What follows belongs to an exercise in optimizing a design on an open flow for small area, a short achievable clock period and few clock cycles; a production flow would make more cautious choices. At most, simulation tests tie the RTL to the original design; equivalence was not proved. The RTL of runs 1 and 2 was laid out without a check of its function.

## flow/config.mk

```make
export PLATFORM = sky130hd
export DESIGN_NAME = kz_flow_policer
export DESIGN_NICKNAME = kz_flow_policer
export VERILOG_FILES = /design/flow/design.v
export SDC_FILE = /design/flow/constraint.sdc
export NUM_CORES = 4
export LEC_CHECK = 0
export CAP_MARGIN = 20
export CORE_MARGIN = 2
export CORE_UTILIZATION = 40
export SETUP_SLACK_MARGIN = 0.3
export SLEW_MARGIN = 20
```

## flow/constraint.sdc

```tcl
create_clock -name core_clock -period 20.0 [get_ports {clk}]
set_input_delay 4.0000 -clock core_clock [delete_from_list [all_inputs] [get_ports {clk}]]
set_output_delay 4.0000 -clock core_clock [all_outputs]
set_load 0.01 [all_outputs]
```

## flow/design.v

```verilog
module kz_flow_policer (
    input  wire         clk,
    input  wire         rst,
    input  wire         req_valid,
    output wire         req_ready,
    input  wire [2:0]   req_op,
    input  wire [1:0]   req_idx,
    input  wire [15:0]  req_now,
    input  wire [2:0]   req_cost,
    input  wire [2:0]   req_class,
    input  wire         req_yellow,
    input  wire         req_posted,
    input  wire [127:0] req_data,
    output reg          resp_valid,
    output reg  [2:0]   resp_result,
    output reg  [2:0]   resp_class,
    output reg          resp_never,
    output reg          resp_forgiven,
    output reg  [127:0] resp_ctx
);
    localparam OP_FETCH   = 3'd0;
    localparam OP_ARRIVE  = 3'd1;
    localparam OP_DECIDE  = 3'd2;
    localparam OP_CONFIG  = 3'd3;
    localparam OP_REFRESH = 3'd4;
    localparam RES_DONE    = 3'd0;
    localparam RES_GREEN   = 3'd1;
    localparam RES_YELLOW  = 3'd2;
    localparam RES_SHAPER  = 3'd3;
    localparam RES_RED     = 3'd4;
    localparam RES_DISCARD = 3'd5;
    assign req_ready = 1'b1;
    reg         v_q;
    reg [2:0]   op_q;
    reg [1:0]   idx_q;
    reg [15:0]  now_q;
    reg [2:0]   cost_q;
    reg [2:0]   class_q;
    reg         yellow_q;
    reg         posted_q;
    reg [124:0] data_q;      
    always @(posedge clk) begin
        v_q      <= req_valid && !rst;
        op_q     <= req_op;
        idx_q    <= req_idx;
        now_q    <= req_now;
        cost_q   <= req_cost;
        class_q  <= req_class;
        yellow_q <= req_yellow;
        posted_q <= req_posted;
        data_q   <= req_data[124:0];
    end
    reg [15:0]        last_q   [0:3];
    reg [26:0]        tc_q     [0:3];    
    reg [26:0]        tp_q     [0:3];
    reg signed [27:0] credit_q [0:3];    
    reg [7:0]         qcount_q [0:3];    
    reg [60:0]        cfg_q    [0:3];    
    wire [15:0]        last   = last_q[idx_q];
    wire [26:0]        tc     = tc_q[idx_q];
    wire [26:0]        tp     = tp_q[idx_q];
    wire signed [27:0] credit = credit_q[idx_q];
    wire [7:0]         qcount = qcount_q[idx_q];
    wire [60:0]        cfg    = cfg_q[idx_q];
    wire [10:0] cir      = cfg[10:0];
    wire [10:0] pir      = cfg[21:11];
    wire [10:0] slope    = cfg[32:22];
    wire [5:0]  cbs      = cfg[38:33];
    wire [5:0]  pbs      = cfg[44:39];
    wire [5:0]  hicredit = cfg[50:45];
    wire [1:0]  shape    = cfg[52:51];
    wire [1:0]  meter    = cfg[54:53];
    wire        red_drop = cfg[55];
    wire [1:0]  yclass   = cfg[58:57];
    wire [1:0]  otag     = cfg[60:59];
    wire shape_credit = (shape == 2'b01);
    wire meter_on     = (meter == 2'b01) || (meter == 2'b10);
    wire meter_aware  = (meter == 2'b10);
    function [26:0] size16;
        input [5:0] code;
        size16 = (code == 6'd0) ? 27'd0 : ({8'd0, 1'b1, code[2:0], 15'd0} << code[5:3]) << 1;
    endfunction
    function [27:0] growth;
        input [10:0] code;
        input [15:0] d;
        reg   [22:0] p;
        reg   [37:0] s;
        begin
            p = code[6:0] * d;
            s = {15'd0, p} << code[10:7];
            growth = {|s[37:27], s[26:0]};
        end
    endfunction
    wire [26:0] capc = size16(cbs);
    wire [26:0] capp = size16(pbs);
    wire [26:0] caps = size16(hicredit);
    wire [15:0] dt = now_q - last;                    
    wire [27:0] gc = growth(cir, dt);
    wire [27:0] gp = growth(pir, dt);
    wire [27:0] gs = growth(slope, dt);
    wire [27:0] tc_sum = {1'b0, tc} + {1'b0, gc[26:0]};
    wire [27:0] tp_sum = {1'b0, tp} + {1'b0, gp[26:0]};
    wire [26:0] tc_upd = (gc[27] || tc_sum > {1'b0, capc}) ? capc : tc_sum[26:0];
    wire [26:0] tp_upd = (gp[27] || tp_sum > {1'b0, capp}) ? capp : tp_sum[26:0];
    wire signed [28:0] cr_sum  = {credit[27], credit} + $signed({2'b00, gs[26:0]});
    wire        [26:0] cr_lim  = (qcount != 8'd0) ? caps : 27'd0;
    wire               cr_over = gs[27] || (cr_sum > $signed({2'b00, cr_lim}));
    wire signed [27:0] credit_upd = !shape_credit ? credit :
                                    cr_over ? $signed({1'b0, cr_lim}) : cr_sum[27:0];
    wire tp_short = (tp_upd[26:16] < {8'd0, cost_q});
    wire tc_short = (tc_upd[26:16] < {8'd0, cost_q});
    wire col_red    = meter_on && tp_short;
    wire col_yellow = meter_on && !tp_short && (tc_short || (meter_aware && yellow_q));
    wire shaper_hold = shape_credit && credit_upd[27];
    wire as_red      = col_red || (col_yellow && (class_q == 3'd1));
    wire discard     = as_red && posted_q && red_drop;
    wire        never    = (pir[6:0] == 7'd0) || (capp[26:16] < {8'd0, cost_q});
    wire [2:0] ycls      = (yclass == 2'b00) ? 3'd5 : (yclass == 2'b01) ? 3'd6 : 3'd7;
    wire [2:0] yel_class = (class_q > ycls) ? class_q : ycls;
    wire [26:0] tp_sent = meter_on ? {tp_upd[26:16] - {8'd0, cost_q}, tp_upd[15:0]} : tp_upd;
    wire [26:0] tc_sent = (meter_on && !col_yellow) ? {tc_upd[26:16] - {8'd0, cost_q}, tc_upd[15:0]} : tc_upd;
    wire signed [27:0] credit_charged = shape_credit ?
                                        {credit_upd[27:16] - {9'd0, cost_q}, credit_upd[15:0]} : credit_upd;
    wire [7:0]  q_dec = (qcount == 8'd0) ? 8'd0 : (qcount - 8'd1);
    wire        cc_pos = !credit_charged[27] && (credit_charged[26:0] != 27'd0);
    wire signed [27:0] credit_sent = ((q_dec == 8'd0) && cc_pos) ? 28'sd0 : credit_charged;
    wire [60:0] new_cfg = data_q[124:64];
    wire        same_tag = (new_cfg[60:59] == otag);
    wire        shaper_chg = (new_cfg[52:51] != shape) || (new_cfg[32:22] != slope) ||
                             (new_cfg[50:45] != hicredit);
    wire        meter_chg  = (new_cfg[54:53] != meter) || (new_cfg[10:0] != cir) ||
                             (new_cfg[21:11] != pir) || (new_cfg[38:33] != cbs) ||
                             (new_cfg[44:39] != pbs);
    wire        full_reset = new_cfg[56];
    wire [26:0] n_capc = size16(new_cfg[38:33]);
    wire [26:0] n_capp = size16(new_cfg[44:39]);
    wire [26:0] n_caps = size16(new_cfg[50:45]);
    reg [15:0]        last_n;
    reg [26:0]        tc_n;
    reg [26:0]        tp_n;
    reg signed [27:0] credit_n;
    reg [7:0]         qcount_n;
    reg [60:0]        cfg_n;
    reg [2:0]         result_n;
    reg [2:0]         class_n;
    reg               never_n;
    reg               forgiven_n;
    always @(*) begin
        last_n     = now_q;
        tc_n       = tc_upd;
        tp_n       = tp_upd;
        credit_n   = credit_upd;
        qcount_n   = qcount;
        cfg_n      = cfg;
        result_n   = RES_DONE;
        class_n    = 3'd0;
        never_n    = 1'b0;
        forgiven_n = 1'b0;
        case (op_q)
            OP_FETCH: begin
                last_n   = data_q[15:0];
                tc_n     = {data_q[29:16], 13'd0};
                tp_n     = {data_q[43:30], 13'd0};
                credit_n = {data_q[58:44], 13'd0};
                qcount_n = 8'd0;
                cfg_n    = data_q[124:64];
            end
            OP_ARRIVE: begin
                qcount_n = (qcount == 8'hFF) ? 8'hFF : (qcount + 8'd1);
            end
            OP_DECIDE: begin
                if (shaper_hold) begin
                    result_n = RES_SHAPER;
                end else if (as_red) begin
                    if (discard) begin
                        result_n = RES_DISCARD;
                        qcount_n = q_dec;
                    end else begin
                        result_n = RES_RED;
                        never_n  = never;
                    end
                end else begin
                    result_n = col_yellow ? RES_YELLOW : RES_GREEN;
                    class_n  = col_yellow ? yel_class : class_q;
                    tp_n     = tp_sent;
                    tc_n     = tc_sent;
                    credit_n = credit_sent;
                    qcount_n = q_dec;
                end
            end
            OP_CONFIG: begin
                if (same_tag) begin
                    last_n   = last;
                    tc_n     = tc;
                    tp_n     = tp;
                    credit_n = credit;
                end else begin
                    cfg_n = new_cfg;
                    if (shaper_chg) begin
                        forgiven_n = credit_upd[27];
                        credit_n   = full_reset ? $signed({1'b0, n_caps}) : 28'sd0;
                    end
                    if (meter_chg) begin
                        tc_n = full_reset ? n_capc : 27'd0;
                        tp_n = full_reset ? n_capp : 27'd0;
                    end
                end
            end
            OP_REFRESH: begin
            end
            default: begin
                last_n   = last;
                tc_n     = tc;
                tp_n     = tp;
                credit_n = credit;
            end
        endcase
    end
    wire [13:0] tc_bank = tc_n[26:13];    
    wire [13:0] tp_bank = tp_n[26:13];
    wire [14:0] cr_bank = (cfg_n[52:51] == 2'b10) ? 15'd0 : credit_n[27:13];   
    wire [4:0]  q_bank  = (qcount_n[7:5] != 3'd0) ? 5'd31 : qcount_n[4:0];
    wire [127:0] ctx_bank = {3'b000, cfg_n, q_bank, cr_bank, tp_bank, tc_bank, last_n};
    always @(posedge clk) begin
        if (v_q) begin
            last_q[idx_q]   <= last_n;
            tc_q[idx_q]     <= tc_n;
            tp_q[idx_q]     <= tp_n;
            credit_q[idx_q] <= credit_n;
            qcount_q[idx_q] <= qcount_n;
            cfg_q[idx_q]    <= cfg_n;
        end
    end
    always @(posedge clk) begin
        resp_valid    <= v_q && !rst;
        resp_result   <= result_n;
        resp_class    <= class_n;
        resp_never    <= never_n;
        resp_forgiven <= forgiven_n;
        resp_ctx      <= ctx_bank;
    end
endmodule
```

## flow/run.sh

```bash
#!/bin/bash
# synth_recipe.tcl (not shown) runs the flow's synth.tcl, then flattens the netlist and writes it again
# the make line also repeats each setting of config.mk as NAME=value (left out here)
make -C /OpenROAD-flow-scripts/flow DESIGN_CONFIG=/design/flow/config.mk WORK_HOME=/design/flow/orfs CLKGATE_MAP_FILE= SYNTH_SCRIPT=/design/flow/synth_recipe.tcl finish
```

==> results of run 1 <==
[through the flow]
stage,setup slack [ns],hold WS [ns]
after floorplan,0.872,0.454
after global placement,1.28,0.499
after detailed placement,1.20,0.494
after CTS,1.15,0.506
after global routing,0.312,0.528
final,1.18,0.498
[registers in the layout, summed over array words and instances (netlist names), 2 cells and up]
| name | flops |
|---|---|
| resp_ctx | 125 |
| tp_q | 108 |
| resp_class | 3 |
| cost_q | 3 |
| op_q | 3 |
| cfg_q | 244 |
| data_q | 120 |
| tc_q | 108 |
| idx_q | 2 |
| resp_result | 3 |
| last_q | 64 |
| credit_q | 112 |
| now_q | 16 |
| class_q | 3 |
| qcount_q | 32 |
[cell families (layout without fill, tap and decap cells)]
kind of cell / Yosys count / in the layout / share of synthesized area, %
flops: 952 / 952 / 43.8
simple gates: 1574 / 1574 / 12.3
compound gates: 1242 / 1242 / 13.7
buf+inv: 602 / 880 / 4.04
other cells: 2 / 5 / 0.0128
xor+xnor: 225 / 225 / 3.35
mux: 373 / 373 / 9.67
fa+ha+maj: 485 / 485 / 13.1
[final timing paths]
check / depth (start not counted) / slack, ns / end / from
setup / recovery: 72 / 1.18 / credit_q[1][2] / idx_q[0]
hold / removal: 2 / 0.50 / resp_class[0] / class_q[0]
setup reg to reg: 72 / 1.18 / credit_q[1][2] / idx_q[0]
hold reg to reg: 2 / 0.50 / resp_class[0] / class_q[0]
[tightest hold or removal path: stages, from the launching register on]
cell and delay [ns]:
dfxtp_1 0.30, inv_1 0.08, a211oi_1 0.07
[layout make-up]
type                       count  area [um2]
sequential                   952       25800
antenna                        1        2.50
fill                       13600       78600
clock inverter                48         534
multi-input combinational   3903       30800
clock buffer                 141        2870
inverter                     312        1170
timing repair buffer         379        3600
tap                         1917        2400
[cells in the final DEF, fill, tap and decap left out, drive strengths merged, types with 86 or more instances in the layout]
cell type and count:
a21oi 333, buf 94, clkbuf 141, clkdlybuf4s50 285, dfxtp 284, edfxtp 668, fa 214, ha 271
inv 321, mux2i 163, mux4 150, nand2 583, nor2 439, nor3 86, o21ai 303, xnor2 151
[layer usage]
layer	track usage, %	share of wire, %	routed length, um
met1	32.6	44	79200
met2	38.9	47	85400
met4	8.47	3.3	6080
met3	3.00	6.1	11200
met5	0	0	0
==> flow_summary.toml, run 1 <==
[outcome]
outcome = "complete, no violations"

[logic_synthesis]
avgSynthCellArea_um2 = 10.8
synth-seq-area-share_pct = 43.8
yosys-top-cells-count = "edfxtp_1 (668), nand2_1 (581), nor2_1 (439)"
synth_ff_type = "edfxtp_1"
syn_area_um2 = 58800
ys_seq_elements = 952
synth_top_area_share_pct = 34.1
synthCells = 5455
synth_top_area_cell = "edfxtp_1"
synth_edf_count = 668
synthTopCellsByArea = "edfxtp_1 (34%), dfxtp_1 (9.7%), fa_1 (7.3%)"
synth_cell_types = 102
yosysMostFrequentCell = "edfxtp_1"
async_flop_share_pct = 0
ys_warn_count = 1

[placed_design]
dpl.hpwl_um = 133000
placedCellCount = 7463
portBuffers = 285
place_congestion = 0.953
placed_area_um2 = 63700

[die]
start_util_pct = 40.3
rows = 140
dieArea_um2 = 150000
ios = 298
die_h_um = 387
core_um2 = 146000
die_w_um = 387

[clocking]
root_buffer = "clkbuf_16"
cts.sinks = 952
clk_latency_ns = 0.77
ctsHoldBuffers = 0
cts_buffers = 100
post_cts_resized = 0
postCtsSetupBuffers = 0
cts_tree = "built"
cts_max_path_buffers = 3
path_clk_slew_ns = 0.06
htreeDepth = 3

[grt]
gr-total-overflow = 0
track_usage_pct = 23.8
grt_pass1_wl_um = 274000
grt_max_degree = 123
antenna_found_initial = 6
first_global_vias = 43900

[route]
drt_drc_violations_left = 0
via_per_inst = 5.79
antenna_left = 0
detailroute.via_count = 44300
drt_wl_total_um = 182000
routedWlPerCell_um = 23.8
drtPass1Iterations = 6
drt_iter0_drc = 3884

[setup_path]
path_buf_inv = 8
cpMostUsedCell = "a21oi_1"
start_kind = "register"
endpoint_kind = "register"
cp.required_ns = 20.53
critPathMaxStageDelay_ns = 0.63
path_max_fanout = 16
slowest_stage = "dfxtp_4"
critical_path_class = "register to register"
worstPathArrival_ns = 19.34
crit_family = "compound AO/OA/AOI/OAI gates"

[layout]
nets = 6293
fin_area_um2 = 67200
drive_above_1_share_pct = 9.87
final_cells = 7653
final_util_pct = 46.1
area_growth_pct = 14.3

[timing]
finalSetupTns_ns = 0
worst-slew-pin-transition_ns = 1.23
finalCritPeriodShare_pct = 94.1
relSlewSlack_pct = 17.6
final.min_clock_period_ns = 18.82
rsz0062_at_grt = "no"
maxSlewViolCount = 0
skew_ns = 0.122
max_freq_mhz = 53.1
setup_violations = 0
final_hold_viol_count = 0

[flow_run]
drv_cap = 0

[hold_path]
hold_class = "register to register"
==> run 2: changes to the inputs <==
==> flow/flow/run.sh (new file) <==
#!/bin/bash
# Standard ORFS layout, with timing repair aimed at a larger setup margin.
set -euo pipefail
bash standard.sh SETUP_SLACK_MARGIN=12 finish > make_finish.log 2>&1
==> flow/standard.sh (new file) <==
#!/bin/bash
# synth_recipe.tcl (not shown) runs the flow's synth.tcl, then flattens the netlist and writes it again
# the make line also repeats each setting of config.mk as NAME=value (left out here)
make -C /OpenROAD-flow-scripts/flow DESIGN_CONFIG=/design/flow/config.mk WORK_HOME=/design/flow/orfs CLKGATE_MAP_FILE= SYNTH_SCRIPT=/design/flow/synth_recipe.tcl "${@:-finish}"
removed: flow/run.sh
==> run 2 against run 1 <==
Net effect: largest cell class unchanged; sequential share of layout area is 3.1 points lower; highest routed layer is now met5; still clean on timing, DRC and antenna; clock skew is 0.036 ns lower; setup slack better by 3.5 ns; critical endpoint is now credit_q[3][16].
==> flow_summary.toml, run 2 <==
[layout]
nets = 6551
drive_above_1_share_pct = 21.3
nFillCells = 13100
final_common_cell = "edfxtp_1"
largest_reg_flops = 244
final_util_pct = 50.1
final_cells = 7912
n_antenna_cell = 0
regMostFlops = "cfg_q"
layout_common_cells = "edfxtp_1 (668), nand2_1 (561), nor2_1 (409), inv_1 (300), clkdlybuf4s50_1 (285)"
area_growth_pct = 24.2
reg_top3 = "cfg_q (244), resp_ctx (125), data_q (120)"

[timing]
finalCritPeriodShare_pct = 76.3
rsz0062_at_grt = "yes"
skew_ns = 0.0852
finalSetupTns_ns = 0
final_hold_viol_count = 0
final.min_clock_period_ns = 15.27
max_freq_mhz = 65.5
relSlewSlack_pct = 17.3
setup_violations = 0
worst-slew-pin-transition_ns = 1.24
maxSlewViolCount = 0

[logic_synthesis]
yosys-top-cells-count = "edfxtp_1 (668), nand2_1 (581), nor2_1 (439)"
async_flop_share_pct = 0
synthTopCellsByArea = "edfxtp_1 (34%), dfxtp_1 (9.7%), fa_1 (7.3%)"
synth_top_area_share_pct = 34.1
synth-seq-area-share_pct = 43.8
synth_edf_count = 668
ys_seq_elements = 952
synthCells = 5455
synth_ff_type = "edfxtp_1"
syn_area_um2 = 58800
yosysMostFrequentCell = "edfxtp_1"
ys_warn_count = 1
avgSynthCellArea_um2 = 10.8
synth_cell_types = 102
synth_top_area_cell = "edfxtp_1"

[setup_path]
cp.required_ns = 20.48
crit-reg2reg-launch = "idx_q[0]"
endpoint_kind = "register"
crit_family = "simple AND/OR/NAND/NOR gates"
timing.rr.end = "credit_q[3][16]"
path_max_fanout = 7
reg2reg_depth = 67
critPathMaxStageDelay_ns = 0.57
ff2ff_setup_slack_ns = 4.73
critical_path_class = "register to register"
start_kind = "register"
slowest_stage = "fa_1"
worstPathArrival_ns = 15.74
path_buf_inv = 13
cpMostUsedCell = "buf_4"

[clocking]
cts_max_path_buffers = 3
htreeDepth = 3
cts_tree = "built"
ctsHoldBuffers = 0
clk_latency_ns = 0.77
cts_buffers = 101
path_clk_slew_ns = 0.07
cts.sinks = 952
root_buffer = "clkbuf_16"

[hold_path]
whs_endpoint = "resp_class[0]"
hp-start = "class_q[0]"
hold_class = "register to register"
hold_depth = 2

[route]
drt_drc_violations_left = 0
drtPass1Iterations = 6
highest_layer = "met5"
via_per_inst = 5.79
met1_length_um = 80600
detailroute.via_count = 45800
drt_iter0_drc = 4075
routedWlPerCell_um = 23.8
wl_met3_um = 12300
antenna_left = 0
drt_wl_total_um = 188000
routed-wl-met2_um = 87800

[grt]
track_usage_pct = 24.5
grt_max_degree = 112
grt_pass1_wl_um = 281000
antenna_found_initial = 5
first_global_vias = 45200
gr-total-overflow = 0

[die]
die_h_um = 387
rows = 140
dieArea_um2 = 150000
die_w_um = 387
ios = 298
start_util_pct = 40.3
core_um2 = 146000

[placed_design]
place_congestion = 0.932
placedCellCount = 7459
portBuffers = 285
dpl.hpwl_um = 134000

[flow_run]
drv_cap = 0

[outcome]
outcome = "complete, no violations"
## run 2: cell types whose count changed in the layout (fill, tap and decap cells not counted), moves of 28 or more
| cell | before | now |
|---|---|---|
| ha_1 | 271 | 220 |
| a21oi_2 | 1 | 52 |
| ha_4 | 0 | 32 |
| buf_4 | 91 | 266 |
| a21oi_1 | 332 | 270 |
| o21ai_4 | 2 | 30 |
| o21ai_0 | 274 | 209 |
| buf_6 | 0 | 54 |
## run 2: routing by layer
metal	track usage, %	up-vias
met5	0	-
met4	9.96	2
met2	39.5	1688
li1	-	20800
met3	3.25	333
met1	33.4	23000
## run 2: worst max-delay path by stage
stage | end | cells after the start | slack, ns | from
after global placement | resp_ctx[47] | 68 | 1.88 | idx_q[0]
final | credit_q[3][16] | 67 | 4.73 | idx_q[0]
after floorplan | tp_q[0][21] | 84 | 3.73 | idx_q[0]
after CTS | tp_q[0][22] | 70 | 4.54 | idx_q[0]
after detailed placement | resp_ctx[47] | 68 | 1.70 | idx_q[0]
after global routing | resp_ctx[47] | 71 | 4.18 | idx_q[0]
## run 2: what timing repair did
item                                    CTS  global route
endpoints found under the setup margin  416           416
gates cloned                              4             1
resized for setup                       329           238
setup buffers                           167            89
pin swaps                               169           193
## run 2: cell type report
cell class              instances  area [um2]  share of cell area, %
multi-input cells            3905       34100                   46.7
well taps                    1917        2400                   3.29
flip-flops and latches        952       25800                   35.3
clock buffers                 142        3040                   4.16
inverters                     312        1180                   1.62
clock inverters                50         514                  0.705
repair buffers                634        6030                   8.27
## run 2: logic make-up after synthesis
logic type,Yosys count,synth area share (%)
compound gates,1242,13.7
other cells,2,0.0128
fa+ha+maj,485,13.1
xor+xnor,225,3.35
mux,373,9.67
buf+inv,602,4.04
flops,952,43.8
simple gates,1574,12.3
## run 2: stage by stage
stage	area [um2]	hold slack, ns	setup slack, ns
global route	73000	0.545	4.18
CTS	71100	0.492	4.54
global placement	64500	0.488	1.88
floorplan	60000	0.454	3.73
finish	73000	0.509	4.73
detailed placement	64500	0.486	1.70
## run 2: worst reg2reg max path, delay by kind of cell, from the launching register on
family | cells | cell delay (ns)
DFF | 1 | 0.51
xor gates and xnor gates | 1 | 0.17
adders and majority gates | 9 | 3.46
muxes | 4 | 1.74
AOI/OAI and AO/OA | 20 | 3.69
buffers and inverters | 13 | 1.73
and+or+nand+nor | 20 | 3.69
==> run 3: changes to the inputs <==
--- a/flow/design.v
+++ b/flow/design.v
@@ -32,2 +32,8 @@
     assign req_ready = 1'b1;
+    reg [15:0]        last_q   [0:3];
+    reg [26:0]        tc_q     [0:3];    
+    reg [26:0]        tp_q     [0:3];
+    reg signed [27:0] credit_q [0:3];    
+    reg [7:0]         qcount_q [0:3];    
+    reg [60:0]        cfg_q    [0:3];    
     reg         v_q;
@@ -41,2 +47,5 @@
     reg [124:0] data_q;      
+    reg [15:0]  dt_q;        
+    wire [15:0] last_n;
+    wire [15:0] last_in = (v_q && (idx_q == req_idx)) ? last_n : last_q[req_idx];
     always @(posedge clk) begin
@@ -51,9 +60,4 @@
         data_q   <= req_data[124:0];
-    end
-    reg [15:0]        last_q   [0:3];
-    reg [26:0]        tc_q     [0:3];    
-    reg [26:0]        tp_q     [0:3];
-    reg signed [27:0] credit_q [0:3];    
-    reg [7:0]         qcount_q [0:3];    
-    reg [60:0]        cfg_q    [0:3];    
+        dt_q     <= req_now - last_in;
+    end
     wire [15:0]        last   = last_q[idx_q];
@@ -80,3 +84,3 @@
         input [5:0] code;
-        size16 = (code == 6'd0) ? 27'd0 : ({8'd0, 1'b1, code[2:0], 15'd0} << code[5:3]) << 1;
+        size16 = (code == 6'd0) ? 27'd0 : ({7'd0, 1'b1, code[2:0], 16'd0} << code[5:3]);
     endfunction
@@ -93,2 +97,13 @@
     endfunction
+    function [28:0] growth28;
+        input [10:0] code;
+        input [15:0] d;
+        reg   [22:0] p;
+        reg   [37:0] s;
+        begin
+            p = code[6:0] * d;
+            s = {15'd0, p} << code[10:7];
+            growth28 = {|s[37:28], s[27:0]};
+        end
+    endfunction
     wire [26:0] capc = size16(cbs);
@@ -96,20 +111,32 @@
     wire [26:0] caps = size16(hicredit);
-    wire [15:0] dt = now_q - last;                    
-    wire [27:0] gc = growth(cir, dt);
-    wire [27:0] gp = growth(pir, dt);
-    wire [27:0] gs = growth(slope, dt);
-    wire [27:0] tc_sum = {1'b0, tc} + {1'b0, gc[26:0]};
-    wire [27:0] tp_sum = {1'b0, tp} + {1'b0, gp[26:0]};
-    wire [26:0] tc_upd = (gc[27] || tc_sum > {1'b0, capc}) ? capc : tc_sum[26:0];
-    wire [26:0] tp_upd = (gp[27] || tp_sum > {1'b0, capp}) ? capp : tp_sum[26:0];
-    wire signed [28:0] cr_sum  = {credit[27], credit} + $signed({2'b00, gs[26:0]});
-    wire        [26:0] cr_lim  = (qcount != 8'd0) ? caps : 27'd0;
-    wire               cr_over = gs[27] || (cr_sum > $signed({2'b00, cr_lim}));
+    wire [26:0] need = {8'd0, cost_q, 16'd0};
+    wire [27:0] gc = growth(cir, dt_q);
+    wire [27:0] gp = growth(pir, dt_q);
+    wire [28:0] gs = growth28(slope, dt_q);
+    wire [27:0] tc_room = {1'b0, capc} - {1'b0, tc};
+    wire [27:0] tc_gap  = {1'b0, need} - {1'b0, tc};
+    wire        tc_over = gc[27] || tc_room[27] || (gc[26:0] > tc_room[26:0]);
+    wire [26:0] tc_upd  = tc_over ? capc : (tc + gc[26:0]);
+    wire        tc_short = tc_over ? (capc[26:16] < {8'd0, cost_q})
+                                   : (!tc_gap[27] && (gc[26:0] < tc_gap[26:0]));
+    wire [27:0] tp_room = {1'b0, capp} - {1'b0, tp};
+    wire [27:0] tp_gap  = {1'b0, need} - {1'b0, tp};
+    wire        tp_over = gp[27] || tp_room[27] || (gp[26:0] > tp_room[26:0]);
+    wire [26:0] tp_upd  = tp_over ? capp : (tp + gp[26:0]);
+    wire        tp_short = tp_over ? (capp[26:16] < {8'd0, cost_q})
+                                   : (!tp_gap[27] && (gp[26:0] < tp_gap[26:0]));
+    wire [26:0]        cr_lim  = (qcount != 8'd0) ? caps : 27'd0;
+    wire signed [28:0] cr_room = $signed({2'b00, cr_lim}) - {credit[27], credit};
+    wire signed [28:0] cr_gap  = $signed({2'b00, need}) - {credit[27], credit};
+    wire signed [28:0] cr_neg  = -{credit[27], credit};
+    wire               cr_over = gs[28] || cr_room[28] || (gs[27:0] > cr_room[27:0]);
+    wire signed [27:0] cr_sum  = credit + gs[27:0];
+    wire               cr_below = credit[27] && !gs[28] && (gs[27:0] < cr_neg[27:0]);
+    wire               cr_above = cr_gap[28] || gs[28] || (gs[27:0] > cr_gap[27:0]);
     wire signed [27:0] credit_upd = !shape_credit ? credit :
-                                    cr_over ? $signed({1'b0, cr_lim}) : cr_sum[27:0];
-    wire tp_short = (tp_upd[26:16] < {8'd0, cost_q});
-    wire tc_short = (tc_upd[26:16] < {8'd0, cost_q});
+                                    cr_over ? $signed({1'b0, cr_lim}) : cr_sum;
+    wire               upd_neg    = shape_credit ? cr_below : credit[27];
     wire col_red    = meter_on && tp_short;
     wire col_yellow = meter_on && !tp_short && (tc_short || (meter_aware && yellow_q));
-    wire shaper_hold = shape_credit && credit_upd[27];
+    wire shaper_hold = shape_credit && cr_below;
     wire as_red      = col_red || (col_yellow && (class_q == 3'd1));
@@ -123,4 +150,5 @@
                                         {credit_upd[27:16] - {9'd0, cost_q}, credit_upd[15:0]} : credit_upd;
+    wire        cc_pos = !shape_credit ? (!credit[27] && (credit[26:0] != 27'd0)) :
+                         cr_over ? (cr_lim[26:16] > {8'd0, cost_q}) : cr_above;
     wire [7:0]  q_dec = (qcount == 8'd0) ? 8'd0 : (qcount - 8'd1);
-    wire        cc_pos = !credit_charged[27] && (credit_charged[26:0] != 27'd0);
     wire signed [27:0] credit_sent = ((q_dec == 8'd0) && cc_pos) ? 28'sd0 : credit_charged;
@@ -137,3 +165,4 @@
     wire [26:0] n_caps = size16(new_cfg[50:45]);
-    reg [15:0]        last_n;
+    wire keep_last = (op_q[2] && (op_q[1:0] != 2'b00)) || ((op_q == OP_CONFIG) && same_tag);
+    assign last_n = (op_q == OP_FETCH) ? data_q[15:0] : keep_last ? last : now_q;
     reg [26:0]        tc_n;
@@ -148,3 +177,2 @@
     always @(*) begin
-        last_n     = now_q;
         tc_n       = tc_upd;
@@ -160,3 +188,2 @@
             OP_FETCH: begin
-                last_n   = data_q[15:0];
                 tc_n     = {data_q[29:16], 13'd0};
@@ -192,3 +219,2 @@
                 if (same_tag) begin
-                    last_n   = last;
                     tc_n     = tc;
@@ -199,3 +225,3 @@
                     if (shaper_chg) begin
-                        forgiven_n = credit_upd[27];
+                        forgiven_n = upd_neg;
                         credit_n   = full_reset ? $signed({1'b0, n_caps}) : 28'sd0;
@@ -211,3 +237,2 @@
             default: begin
-                last_n   = last;
                 tc_n     = tc;
==> flow/flow/run.sh (replaced) <==
#!/bin/bash
# Standard ORFS layout; timing repair aims at a larger setup margin.
set -euo pipefail
bash standard.sh SETUP_SLACK_MARGIN=10 finish > make_finish.log 2>&1
==> run 3 against run 2 <==
Net effect: via count up 10%; global-route usage up 0.59 points; routed wire length increased by 13%; final cell count increased by 9.7%.
==> flow_summary.toml, run 3 <==
[clocking]
cts_buffers = 100
ctsHoldBuffers = 0
cts.sinks = 968
htreeDepth = 3
cts_tree = "built"
clk_latency_ns = 0.77
root_buffer = "clkbuf_16"
cts_max_path_buffers = 3
path_clk_slew_ns = 0.06

[logic_synthesis]
synth-seq-area-share_pct = 40.6
avgSynthCellArea_um2 = 10.7
async_flop_share_pct = 0
synth-xor-area-share_pct = 4.27
synth_edf_count = 668
synthAdderAreaFrac_pct = 14.7
synth_top_area_share_pct = 31.3
synth_top_area_cell = "edfxtp_1"
yosysMostFrequentCell = "edfxtp_1"
synth_top_family_by_area = "adder cells"
synth.area.mux_share_pct = 10.1
synth_compound_area_share_pct = 13.4
synthCells = 5968
yosys-top-cells-count = "edfxtp_1 (668), nand2_1 (530), ha_1 (412)"
synth_cell_types = 113
synth-simple-area-share_pct = 12.6
syn_area_um2 = 64100
ys_warn_count = 1
synthTopCellsByArea = "edfxtp_1 (31%), dfxtp_1 (9.4%), ha_1 (8.0%)"
ys_seq_elements = 968
synth_ff_type = "edfxtp_1"

[die]
rows = 146
ios = 298
dieArea_um2 = 164000
start_util_pct = 40.4
core_um2 = 159000
die_w_um = 404
die_h_um = 404

[grt]
met2_usage_pct = 40.4
antenna_found_initial = 5
track_usage_pct = 25.1
grt_use_met3_pct = 3.94
first_global_vias = 49500
grtUsageMet1_pct = 34.4
grt.busiest_layer = "met2"
grt_max_degree = 60
gr-total-overflow = 0
grt_pass1_wl_um = 311000

[setup_path]
ff2ff_setup_slack_ns = 9.72
reg2reg_depth = 46
start_kind = "register"
timing.rr.end = "tp_q[0][25]"
slowest_stage = "fa_1"
cp.required_ns = 20.49
critPathMaxStageDelay_ns = 0.55
path_max_fanout = 7
critical_path_class = "register to register"
endpoint_kind = "register"
worstPathArrival_ns = 10.77
crit_family = "adder cells"
crit-reg2reg-launch = "idx_q[0]"
path_buf_inv = 13
crit_cells = 46
endpoint = "tp_q[0][25]"
crit_start = "idx_q[0]"

[route]
routedWlPerCell_um = 24.4
antenna_left = 0
drt_wl_total_um = 212000
drt_iter0_drc = 4438
via_per_inst = 5.81
drtPass1Iterations = 6
detailroute.via_count = 50400
drt_drc_violations_left = 0

[flow_run]
drv_cap = 0

[timing]
final_hold_viol_count = 0
skew_ns = 0.0829
rsz0062_at_grt = "yes"
fin_ws_ns = 9.72
worst-slew-pin-transition_ns = 1.35
relSlewSlack_pct = 9.98
final.min_clock_period_ns = 10.28
setup_violations = 0
maxSlewViolCount = 0
finalSetupTns_ns = 0
finalCritPeriodShare_pct = 51.4
max_freq_mhz = 97.3

[layout]
regMostFlops = "cfg_q"
nets = 7303
largest_reg_flops = 244
final_common_cell = "edfxtp_1"
drive_above_1_share_pct = 22.0
layout_common_cells = "edfxtp_1 (668), nand2_1 (513), inv_1 (376), ha_1 (366), buf_4 (335)"
reg_top3 = "cfg_q (244), resp_ctx (125), data_q (120)"
area_growth_pct = 24.5
final_util_pct = 50.3

[hold_path]
hold_class = "register to register"

[placed_design]
place_congestion = 0.959
pre_cts_ws_ns = 7.35
portBuffers = 285
dpl.hpwl_um = 147000

[outcome]
outcome = "complete, no violations"
==> run 3: changes by cell type in the layout (fill, tap and decap cells not counted), moves of 39 or more <==
| cell | delta |
|---|---|
| inv_1 | +76 |
| xnor2_1 | +63 |
| nand2_1 | -48 |
| and2_1 | +122 |
| ha_1 | +146 |
| a21o_1 | +39 |
| nor2_1 | -77 |
| buf_4 | +69 |
| xor2_1 | +39 |
==> run 3: how the worst min path moves through the flow <==
stage / start / to / slack (ns) / cells after the start
3_5_place_dp: class_q[0] / resp_class[0] / 0.51 / 2
2_1_floorplan: class_q[1] / resp_class[1] / 0.45 / 2
4_1_cts: class_q[2] / resp_class[2] / 0.52 / 2
6_report: class_q[2] / resp_class[2] / 0.52 / 2
3_3_place_gp: class_q[1] / resp_class[1] / 0.50 / 2
5_1_grt: class_q[2] / resp_class[2] / 0.54 / 2
==> run 3: cells by family after synthesis <==
kind of cell    count (synthesis)
simple gates                 1645
compound gates               1311
flops                         968
buf+inv                       679
fa+ha+maj                     626
mux                           424
xor+xnor                      313
other cells                     2
==> run 3: worst reg2reg max path: cells and delay by family, from the launching register on <==
family,cells,cell delay [ns]
multiplexers,2,0.78
AND/OR/NAND/NOR,9,1.74
buffers and inverters,13,1.59
AO/OA/AOI/OAI,13,2.32
adder cells (fa/ha/maj),7,2.93
XOR/XNOR,2,0.33
flip-flops,1,0.38
==> run 3: timing repair <==
| item | 4_1_cts | 5_1_grt |
|---|---|---|
| hold endpoints to repair | 0 | 0 |
| pin swaps | 143 | 243 |
| cloned | 8 | 3 |
| setup endpoints to repair | 416 | 340 |
| buffers inserted | 215 | 135 |
| gates resized for setup | 308 | 435 |
==> run 3: final cells by class <==
cell class / count / area, um2
flip-flops and latches: 968 / 26100
diodes: 1 / 2.50
inverters: 404 / 1520
clock inverters: 47 / 549
fillers: 14000 / 78900
repair buffers: 717 / 6840
clock buffers: 143 / 2850
well taps: 2072 / 2590
multi-input cells: 4326 / 39400
==> run 3: per-layer routing <==
layer	part of all wire, %	wire (um)
met5	0.013	28
met4	3.7	7850
met3	7.1	15000
met2	46	98000
met1	43	91200
==> run 3: per-stage QoR <==
stage                     cells  hold slack (ns)  cell area [um2]
after floorplan            5970            0.449            65100
after global placement     8126            0.502            69700
after detailed placement   8126            0.512            69700
after CTS                  8539            0.519            76700
after global routing       8677            0.536            79800
final                      8678            0.518            79800
Testbench counts of run 3, summed over its fixed seeds: cycles 16,016.
==> run 4: changes to the inputs <==
==> flow/run.sh (new file) <==
#!/bin/bash
# synth_recipe.tcl (not shown) runs the flow's synth.tcl, then flattens the netlist and writes it again
# the make line also repeats each setting of config.mk as NAME=value (left out here)
make -C /OpenROAD-flow-scripts/flow DESIGN_CONFIG=/design/flow/config.mk WORK_HOME=/design/flow/orfs CLKGATE_MAP_FILE= SYNTH_SCRIPT=/design/flow/synth_recipe.tcl finish
removed: flow/flow/run.sh
removed: flow/standard.sh
==> run 4 against run 3 <==
Net effect: highest routed layer unchanged; design area decreased by 8.9%; clock-buffer cell count increased by 7; routed wire length decreased by 7.9%; critical path type unchanged; area after synthesis unchanged; sequential cell count unchanged; utilization decreased by 4.5 points.
==> flow_summary.toml, run 4 <==
[layout]
regMostFlops = "cfg_q"
final_common_cell = "edfxtp_1"
layout_common_cells = "edfxtp_1 (668), nand2_1 (529), ha_1 (412), inv_1 (398), nor2_1 (348)"
n_antenna_cell = 0
area_growth_pct = 13.4
largest_reg_flops = 244
drive_above_1_share_pct = 9.34
nFillCells = 14600
nets = 6951
reg_top3 = "cfg_q (244), resp_ctx (125), data_q (120)"
final_cells = 8327

[route]
antenna_left = 0
drt_iter0_drc = 4595
drt_drc_violations_left = 0
routedWlPerCell_um = 23.5
drt_wl_total_um = 195000
drtPass1Iterations = 8
detailroute.via_count = 48000
via_per_inst = 5.77

[timing]
finalSetupTns_ns = 0
max_freq_mhz = 77.3
rsz0062_at_grt = "no"
final.min_clock_period_ns = 12.93
skew_ns = 0.0652
finalCritPeriodShare_pct = 64.7
maxSlewViolCount = 0
setup_violations = 0
relSlewSlack_pct = 18.4
final_hold_viol_count = 0
worst-slew-pin-transition_ns = 1.21

[logic_synthesis]
yosysMostFrequentCell = "edfxtp_1"
synth-seq-area-share_pct = 40.6
synth_edf_count = 668
ys_seq_elements = 968
synthTopCellsByArea = "edfxtp_1 (31%), dfxtp_1 (9.4%), ha_1 (8.0%)"
yosys-top-cells-count = "edfxtp_1 (668), nand2_1 (530), ha_1 (412)"
async_flop_share_pct = 0
ys_warn_count = 1
synthCells = 5968
syn_area_um2 = 64100
synth_cell_types = 113
avgSynthCellArea_um2 = 10.7
synth_top_area_share_pct = 31.3
synth_ff_type = "edfxtp_1"
synth_top_area_cell = "edfxtp_1"

[setup_path]
timing.rr.end = "resp_ctx[54]"
critical_path_class = "register to register"
path_buf_inv = 3
path_max_fanout = 34
slowest_stage = "mux4_2"
ff2ff_setup_slack_ns = 7.07
start_kind = "register"
endpoint_kind = "register"
critPathMaxStageDelay_ns = 0.86
crit_cells = 39
crit-reg2reg-launch = "idx_q[0]"
reg2reg_depth = 39
crit_family = "compound AO/OA/AOI/OAI gates"
crit_start = "idx_q[0]"
endpoint = "resp_ctx[54]"
cp.required_ns = 20.57
worstPathArrival_ns = 13.50

[clocking]
postCtsSetupBuffers = 0
post_cts_resized = 0
cts_tree = "built"
root_buffer = "clkbuf_16"
path_clk_slew_ns = 0.06
clk_latency_ns = 0.76
ctsHoldBuffers = 0
cts.sinks = 968
cts_buffers = 103
cts_max_path_buffers = 3
htreeDepth = 3

[die]
core_um2 = 159000
die_w_um = 404
start_util_pct = 40.4
dieArea_um2 = 164000
ios = 298
die_h_um = 404
rows = 146

[grt]
first_global_vias = 47200
grt.busiest_layer = "met2"
grt_use_met3_pct = 3.27
track_usage_pct = 23.6
antenna_found_initial = 4
grtUsageMet1_pct = 33.7
gr-total-overflow = 0
grt_pass1_wl_um = 296000
grt_max_degree = 103
met2_usage_pct = 37.2

[flow_run]
drv_cap = 0

[outcome]
outcome = "complete, no violations"

[placed_design]
place_congestion = 0.972
placedCellCount = 8131
dpl.hpwl_um = 145000
portBuffers = 285

[hold_path]
hold_class = "register to register"
## run 4: cell counts after synthesis
No cell type changed its count.
## run 4: final cells by class
type                            instances  area [um2]  area share (%)
Sequential cell                       968       26100            35.8
Clock buffer                          150        3060            4.20
Multi-Input combinational cell       4323       35500            48.8
Timing Repair Buffer                  365        3490            4.80
Clock inverter                         45         515           0.709
Inverter                              404        1520            2.08
Tap cell                             2072        2590            3.56
## run 4: cells by family after synthesis
| kind of cell | after synthesis | share of synthesized area, % |
|---|---|---|
| and+or+nand+nor | 1645 | 12.6 |
| other | 2 | 0.0117 |
| buffers and inverters | 679 | 4.22 |
| DFF | 968 | 40.6 |
| muxes | 424 | 10.1 |
| AOI/OAI and AO/OA | 1311 | 13.4 |
| xor gates and xnor gates | 313 | 4.27 |
| adders and majority gates | 626 | 14.7 |
## run 4: worst reg2reg max path, delay by kind of cell (launching register included)
family                   cells  cell delay (ns)
buffers and inverters        3             0.33
XOR/XNOR                     1             0.32
multiplexers                 2             1.09
adder cells (fa/ha/maj)      7             3.27
flip-flops                   1             0.82
AND/OR/NAND/NOR              9             2.45
AO/OA/AOI/OAI               17             4.53
## run 4: worst min path at each step
stage | endpoint | slack (ns) | from | cells after the start
after floorplan | resp_class[1] | 0.45 | class_q[1] | 2
after global placement | resp_class[1] | 0.50 | class_q[1] | 2
after detailed placement | resp_class[1] | 0.50 | class_q[1] | 2
after CTS | resp_class[1] | 0.50 | class_q[1] | 2
after global routing | resp_class[1] | 0.52 | class_q[1] | 2
final | resp_class[1] | 0.50 | class_q[1] | 2
## run 4: per-layer routing
layer	up-vias	share of wire, %
li1	22200	-
met1	24000	46
met2	1599	45
met3	241	6.1
met4	2	3.2
met5	-	0.0036
## run 4: stage by stage
step / area (um2) / hold slack, ns / util (%) / setup slack, ns
after floorplan: 64200 / 0.449 / - / 4.10
after global placement: 69100 / 0.497 / 43.6 / 7.03
after detailed placement: 69100 / 0.501 / 43.6 / 7.07
after CTS: 72700 / 0.496 / 45.8 / 7.08
after global routing: 72700 / 0.518 / 45.8 / 6.05
final: 72700 / 0.505 / 45.8 / 7.07
==> run 5: changes to the inputs <==
--- a/flow/design.v
+++ b/flow/design.v
@@ -48,4 +48,11 @@
     reg [15:0]  dt_q;        
+    reg [32:0]  rates_q;     
+    reg         same_q;      
     wire [15:0] last_n;
-    wire [15:0] last_in = (v_q && (idx_q == req_idx)) ? last_n : last_q[req_idx];
+    wire [60:0] cfg_n;
+    wire        fwd      = v_q && (idx_q == req_idx);
+    wire [60:0] cfg_s    = cfg_q[req_idx];
+    wire [15:0] last_in  = fwd ? last_n : last_q[req_idx];
+    wire [32:0] rates_in = fwd ? cfg_n[32:0] : cfg_s[32:0];
+    wire [1:0]  otag_in  = fwd ? cfg_n[60:59] : cfg_s[60:59];
     always @(posedge clk) begin
@@ -61,2 +68,4 @@
         dt_q     <= req_now - last_in;
+        rates_q  <= rates_in;
+        same_q   <= (req_data[124:123] == otag_in);
     end
@@ -78,3 +87,2 @@
     wire [1:0]  yclass   = cfg[58:57];
-    wire [1:0]  otag     = cfg[60:59];
     wire shape_credit = (shape == 2'b01);
@@ -112,5 +120,5 @@
     wire [26:0] need = {8'd0, cost_q, 16'd0};
-    wire [27:0] gc = growth(cir, dt_q);
-    wire [27:0] gp = growth(pir, dt_q);
-    wire [28:0] gs = growth28(slope, dt_q);
+    wire [27:0] gc = growth(rates_q[10:0], dt_q);
+    wire [27:0] gp = growth(rates_q[21:11], dt_q);
+    wire [28:0] gs = growth28(rates_q[32:22], dt_q);
     wire [27:0] tc_room = {1'b0, capc} - {1'b0, tc};
@@ -155,3 +163,3 @@
     wire [60:0] new_cfg = data_q[124:64];
-    wire        same_tag = (new_cfg[60:59] == otag);
+    wire        same_tag = same_q;
     wire        shaper_chg = (new_cfg[52:51] != shape) || (new_cfg[32:22] != slope) ||
@@ -171,3 +179,3 @@
     reg [7:0]         qcount_n;
-    reg [60:0]        cfg_n;
+    reg [60:0]        cfg_nx;
     reg [2:0]         result_n;
@@ -181,3 +189,3 @@
         qcount_n   = qcount;
-        cfg_n      = cfg;
+        cfg_nx     = cfg;
         result_n   = RES_DONE;
@@ -192,3 +200,3 @@
                 qcount_n = 8'd0;
-                cfg_n    = data_q[124:64];
+                cfg_nx   = data_q[124:64];
             end
@@ -223,3 +231,3 @@
                 end else begin
-                    cfg_n = new_cfg;
+                    cfg_nx = new_cfg;
                     if (shaper_chg) begin
@@ -243,2 +251,3 @@
     end
+    assign cfg_n = cfg_nx;
     wire [13:0] tc_bank = tc_n[26:13];    
--- a/flow/config.mk
+++ b/flow/config.mk
@@ -7,2 +7,3 @@
 export LEC_CHECK = 0
+export ABC_AREA = 1
 export CAP_MARGIN = 20
==> run 5 against run 4 <==
Net effect: die area up 5.0%; first-iteration DRC count up 5.3%; area after synthesis up 5.0%; worst hold slack worse by 0.025 ns; via count up 19%.
==> flow_summary.toml, run 5 <==
[setup_path]
crit-reg2reg-launch = "dt_q[4]"
cp.required_ns = 20.43
slowest_stage = "dfxtp_1"
start_kind = "register"
cpMostUsedCell = "nand2_1"
path_max_fanout = 21
reg2reg_depth = 42
worstPathArrival_ns = 10.94
endpoint_kind = "register"
timing.rr.end = "tp_q[0][23]"
critPathMaxStageDelay_ns = 1.05
ff2ff_setup_slack_ns = 9.49
critical_path_class = "register to register"

[outcome]
outcome = "complete, no violations"

[route]
routedWlPerCell_um = 21.6
drt_iter0_drc = 4838
via_per_inst = 5.49
detailroute.via_count = 56900
drtPass1Iterations = 6
drt_drc_violations_left = 0
drt_wl_total_um = 224000
antenna_left = 0

[layout]
nets = 8868
final_util_pct = 45.2
largest_reg_flops = 244
layout_common_cells = "nand2_1 (1,793), inv_1 (1,015), edfxtp_1 (668), nor2_1 (525), o21ai_0 (483)"
drive_above_1_share_pct = 5.28
final_cells = 10400
final_common_cell = "nand2_1"
regMostFlops = "cfg_q"
area_growth_pct = 12.3
reg_top3 = "cfg_q (244), resp_ctx (125), data_q (120)"

[logic_synthesis]
yosysMostFrequentCell = "nand2_1"
synth_ff_type = "edfxtp_1"
synth_edf_count = 668
syn_area_um2 = 67400
synthTopCellsByArea = "edfxtp_1 (30%), nand2_1 (10%), dfxtp_1 (9.9%)"
synthCells = 7951
avgSynthCellArea_um2 = 8.47
ys_seq_elements = 1002
synth-seq-area-share_pct = 39.7
synth_top_area_share_pct = 29.8
async_flop_share_pct = 0
synth_cell_types = 82
yosys-top-cells-count = "nand2_1 (1,793), inv_1 (1,019), edfxtp_1 (668)"
synth_top_area_cell = "edfxtp_1"
ys_warn_count = 1

[timing]
final_hold_viol_count = 0
final.min_clock_period_ns = 10.51
skew_ns = 0.0668
finalCritPeriodShare_pct = 52.5
maxSlewViolCount = 0
max_freq_mhz = 95.2
relSlewSlack_pct = 14.7
worst-slew-pin-transition_ns = 1.27
rsz0062_at_grt = "no"
finalSetupTns_ns = 0
setup_violations = 0

[clocking]
path_clk_slew_ns = 0.07
htreeDepth = 3
root_buffer = "clkbuf_16"
clk_latency_ns = 0.78
ctsHoldBuffers = 0
cts.sinks = 1002
cts_tree = "built"
cts_buffers = 106
cts_max_path_buffers = 3
post_cts_resized = 0
postCtsSetupBuffers = 0

[placed_design]
portBuffers = 285
dpl.hpwl_um = 166000
place_congestion = 0.958
placedCellCount = 10200

[grt]
track_usage_pct = 25.6
antenna_found_initial = 8
gr-total-overflow = 0
first_global_vias = 56400
grt_max_degree = 115
grt_pass1_wl_um = 340000

[hold_path]
hold_depth = 2
whs_endpoint = "resp_class[0]"
hold_class = "register to register"
hp-start = "class_q[0]"

[die]
dieArea_um2 = 172000
ios = 298
start_util_pct = 40.3
die_h_um = 414
core_um2 = 167000
rows = 150
die_w_um = 414

[flow_run]
drv_cap = 0
-- run 5: final cells by class --
| type | count | area, um2 |
|---|---|---|
| timing repair buffer | 369 | 3500 |
| clock buffer | 145 | 3010 |
| inverter | 1057 | 3980 |
| antenna | 2 | 5.00 |
| tap | 2204 | 2760 |
| multi-input combinational | 5546 | 35000 |
| sequential | 1002 | 26800 |
| clock inverter | 56 | 639 |
| fill | 16300 | 91600 |
-- run 5: per-layer routing --
metal  global-route usage, %  wire length (um)
met5                       0                13
met4                    9.59              8270
met3                    2.79             13900
met2                    42.0            103000
met1                    34.7             99100
-- run 5: worst max path at each step --
stage,from,end,slack [ns]
final,dt_q[4],tp_q[0][23],9.49
after global routing,dt_q[4],tp_q[1][25],8.84
after CTS,dt_q[8],tp_q[1][23],9.68
after detailed placement,dt_q[8],tp_q[2][23],9.66
after global placement,dt_q[9],credit_q[0][14],9.77
after floorplan,idx_q[1],cfg_q[0][0],10.38
-- run 5: cells by family after synthesis --
kind of cell               after synthesis  synth area share (%)
buffers and inverters                 1405                  8.44
DFF                                   1002                  39.7
and+or+nand+nor                       3075                  19.4
other                                    2                0.0111
muxes                                   51                 0.758
xor gates and xnor gates               272                  3.54
adders and majority gates              626                  14.0
AOI/OAI and AO/OA                     1518                  14.2
-- run 5: critical path: cells and delay by family, from the launching register on --
kind	cells	cell delay (ns)
AOI/OAI and AO/OA	8	2.62
muxes	1	0.16
adders and majority gates	7	3.17
buffers and inverters	6	0.67
DFF	1	1.05
xor gates and xnor gates	1	0.32
and+or+nand+nor	19	2.23
-- run 5: metrics by stage --
stage / hold WS (ns) / cell area, um2 / worst slack [ns]
4_1_cts: 0.484 / 75700 / 9.68
3_3_place_gp: 0.465 / 72000 / 9.77
3_5_place_dp: 0.476 / 72000 / 9.66
6_report: 0.480 / 75700 / 9.49
5_1_grt: 0.518 / 75700 / 8.84
2_1_floorplan: 0.438 / 67400 / 10.38
Testbench counts of run 5, summed over its fixed seeds: cycles 16,016.
==> run 6: changes to the inputs <==
==> flow/flow/run.sh (new file) <==
#!/bin/bash
set -euo pipefail
bash standard.sh SETUP_SLACK_MARGIN=12 finish > make_finish.log 2>&1
==> flow/standard.sh (new file) <==
#!/bin/bash
# synth_recipe.tcl (not shown) runs the flow's synth.tcl, then flattens the netlist and writes it again
# the make line also repeats each setting of config.mk as NAME=value (left out here)
make -C /OpenROAD-flow-scripts/flow DESIGN_CONFIG=/design/flow/config.mk WORK_HOME=/design/flow/orfs CLKGATE_MAP_FILE= SYNTH_SCRIPT=/design/flow/synth_recipe.tcl "${@:-finish}"
removed: flow/run.sh
==> run 6 against run 5 <==
Net effect: still clean on timing, DRC and antenna; final cell count is 2.7% higher; die area unchanged; global-route usage up 0.37 points; clock skew down 0.037 ns; sequential cell count stayed put; register-to-register slack gained 2.0 ns; sequential share of layout area down 3.1 points; synthesized cell count did not move; largest cell class unchanged.
==> flow_summary.toml, run 6 <==
[layout]
final_common_cell = "nand2_1"
largest_reg_flops = 244
nFillCells = 15600
reg_top3 = "cfg_q (244), resp_ctx (125), data_q (120)"
area_growth_pct = 23.8
multi_input_area_um2 = 39700
final-seq-area_um2 = 26900
drive_above_1_share_pct = 17.5
nets = 9149
fin_area_um2 = 83400
layout_common_cells = "nand2_1 (1,628), inv_1 (952), edfxtp_1 (668), nor2_1 (471)"
regMostFlops = "cfg_q"
final_util_pct = 49.9
final_cells = 10700

[logic_synthesis]
synth_top_area_share_pct = 29.8
ys_seq_elements = 1002
yosysMostFrequentCell = "nand2_1"
ys_warn_count = 1
synthCells = 7951
yosys-top-cells-count = "nand2_1 (1,793), inv_1 (1,019), edfxtp_1 (668)"
synth_ff_type = "edfxtp_1"
synthTopCellsByArea = "edfxtp_1 (30%), nand2_1 (10%), dfxtp_1 (9.9%)"
synth_edf_count = 668
synth_top_area_cell = "edfxtp_1"
synth_cell_types = 82
avgSynthCellArea_um2 = 8.47
async_flop_share_pct = 0
synth-seq-area-share_pct = 39.7
syn_area_um2 = 67400

[timing]
rsz0062_at_grt = "yes"
finalCritPeriodShare_pct = 42.6
skew_ns = 0.0301
maxSlewViolCount = 0
final_hold_viol_count = 0
finalSetupTns_ns = 0
final.min_clock_period_ns = 8.51
relSlewSlack_pct = 9.66
setup_violations = 0
worst-slew-pin-transition_ns = 1.35
max_freq_mhz = 117
fin_ws_ns = 11.49

[die]
start_util_pct = 40.3
die_w_um = 414
dieArea_um2 = 172000
rows = 150
ios = 298
core_um2 = 167000
die_h_um = 414

[setup_path]
crit_family = "adder cells"
slowest_stage = "fa_1"
cpMostUsedCell = "nand2_2"
timing.rr.end = "credit_q[0][24]"
path_max_fanout = 7
crit-reg2reg-launch = "dt_q[5]"
critPathMaxStageDelay_ns = 0.52
endpoint_kind = "register"
start_kind = "register"
reg2reg_depth = 55
ff2ff_setup_slack_ns = 11.49
critical_path_class = "register to register"
cp.required_ns = 20.49
path_buf_inv = 12
worstPathArrival_ns = 9.00

[clocking]
root_buffer = "clkbuf_16"
cts_buffers = 102
cts_tree = "built"
htreeDepth = 3
cts_max_path_buffers = 3
path_clk_slew_ns = 0.06
ctsHoldBuffers = 0
clk_latency_ns = 0.75
cts.sinks = 1002

[placed_design]
dpl.hpwl_um = 163000
portBuffers = 285
placedCellCount = 10200
pre_cts_ws_ns = 9.56
place_congestion = 0.972
placed_area_um2 = 72100

[grt]
track_usage_pct = 25.9
grt_max_degree = 117
grt_pass1_wl_um = 345000
antenna_found_initial = 17
first_global_vias = 56300
gr-total-overflow = 0

[route]
drt_drc_violations_left = 0
antenna_left = 0
detailroute.via_count = 58900
drt_iter0_drc = 5339
via_per_inst = 5.52
routedWlPerCell_um = 22.1
drt_wl_total_um = 236000
drtPass1Iterations = 6

[outcome]
outcome = "complete, no violations"

[flow_run]
drv_cap = 0

[hold_path]
hp-start = "class_q[0]"
hold_class = "register to register"
hold_depth = 2
whs_endpoint = "resp_class[0]"
==> run 6: how the worst max path moves through the flow <==
stage           startpoint         endpoint  slack [ns]  cells past startpoint
3_5_place_dp       dt_q[8]      tp_q[1][21]        9.56                     39
5_1_grt            dt_q[5]     resp_ctx[42]       11.14                     49
4_1_cts            dt_q[4]      tc_q[0][24]       11.65                     45
6_report           dt_q[5]  credit_q[0][24]       11.49                     55
3_3_place_gp       dt_q[8]      tp_q[1][21]        9.57                     41
2_1_floorplan  rates_q[16]      tp_q[0][25]       12.01                     46
==> run 6: per-layer routing <==
| metal | global-route usage [%] | vias up | wire [um] | share of wire (%) |
|---|---|---|---|---|
| met5 | 0 | - | 124 | 0.053 |
| met2 | 40.1 | 2118 | 105000 | 44 |
| li1 | - | 27700 | - | - |
| met3 | 3.25 | 461 | 15500 | 6.6 |
| met4 | 12.8 | 18 | 13000 | 5.5 |
| met1 | 35.8 | 28600 | 102000 | 43 |
==> run 6: what timing repair did <==
item,4_1_cts,5_1_grt
cloned,9,16
setup buffers,136,111
resized for setup,674,624
pin swaps,177,270
endpoints found under the setup margin,416,397
==> run 6: kinds of logic (layout without fill, tap and decap cells) <==
group                    Yosys count  count (layout)  share of synthesized area [%]
other                              2              10                         0.0111
AND/OR/NAND/NOR                 3075            3077                           19.4
adder cells (fa/ha/maj)          626             626                           14.0
multiplexers                      51              51                          0.758
flip-flops                      1002            1002                           39.7
AO/OA/AOI/OAI                   1518            1518                           14.2
XOR/XNOR                         272             272                           3.54
buffers and inverters           1405            1903                           8.44
==> run 6: cell type report <==
class                           instances  area share (%)
Inverter                             1057            4.82
Timing Repair Buffer                  650            7.83
Timing Repair inverter                  2          0.0150
Clock buffer                          146            3.62
Tap cell                             2204            3.31
Multi-Input combinational cell       5548            47.6
Sequential cell                      1002            32.2
Clock inverter                         48           0.566
Antenna cell                            6          0.0180
==> run 6: worst reg2reg max path: cells and delay by family, from the launching register on <==
family | cells | cell delay [ns]
adders and majority gates | 8 | 3.09
muxes | 1 | 0.18
buffers and inverters | 12 | 1.07
DFF | 1 | 0.40
and+or+nand+nor | 28 | 2.55
AOI/OAI and AO/OA | 6 | 0.95
==> run 6: stage by stage <==
stage | hold slack, ns
2_1_floorplan | 0.438
3_3_place_gp | 0.467
3_5_place_dp | 0.486
4_1_cts | 0.501
5_1_grt | 0.505
6_report | 0.493

## afterwards: timing with drivers on the ports
The results above use ideal ports. As a check the final layouts listed here were re-extracted and re-timed, cells and wires unchanged. Step 1 assumes that a clkbuf_16 drives the clock port and a buf_2 every other input. Step 2 adds t to the input delays and takes it off the output delays; t is the mean of the earliest and latest rising clock arrival at the registers after step 1. Input paths then give back, and output paths get back, about the clock's delay inside the block. Three values: ideal ports, drivers, drivers and shift; two values: the first two.
| run | shift t [ns] | setup slack, ns | worst setup path after step 2 |
|---|---|---|---|
| run 1 | 0.786 | 1.182 / 1.182 / 1.182 | register to register |
| run 2 | 0.801 | 4.731 / 4.731 / 4.731 | register to register |
| run 3 | 0.814 | 9.722 / 9.722 / 9.722 | register to register |
| run 4 | 0.810 | 7.069 / 7.069 / 7.069 | register to register |
| run 5 | 0.823 | 9.494 / 9.494 / 9.494 | register to register |
| run 6 | 0.808 | 11.489 / 11.489 / 11.489 | register to register |
After both steps every run listed still meets setup and hold.
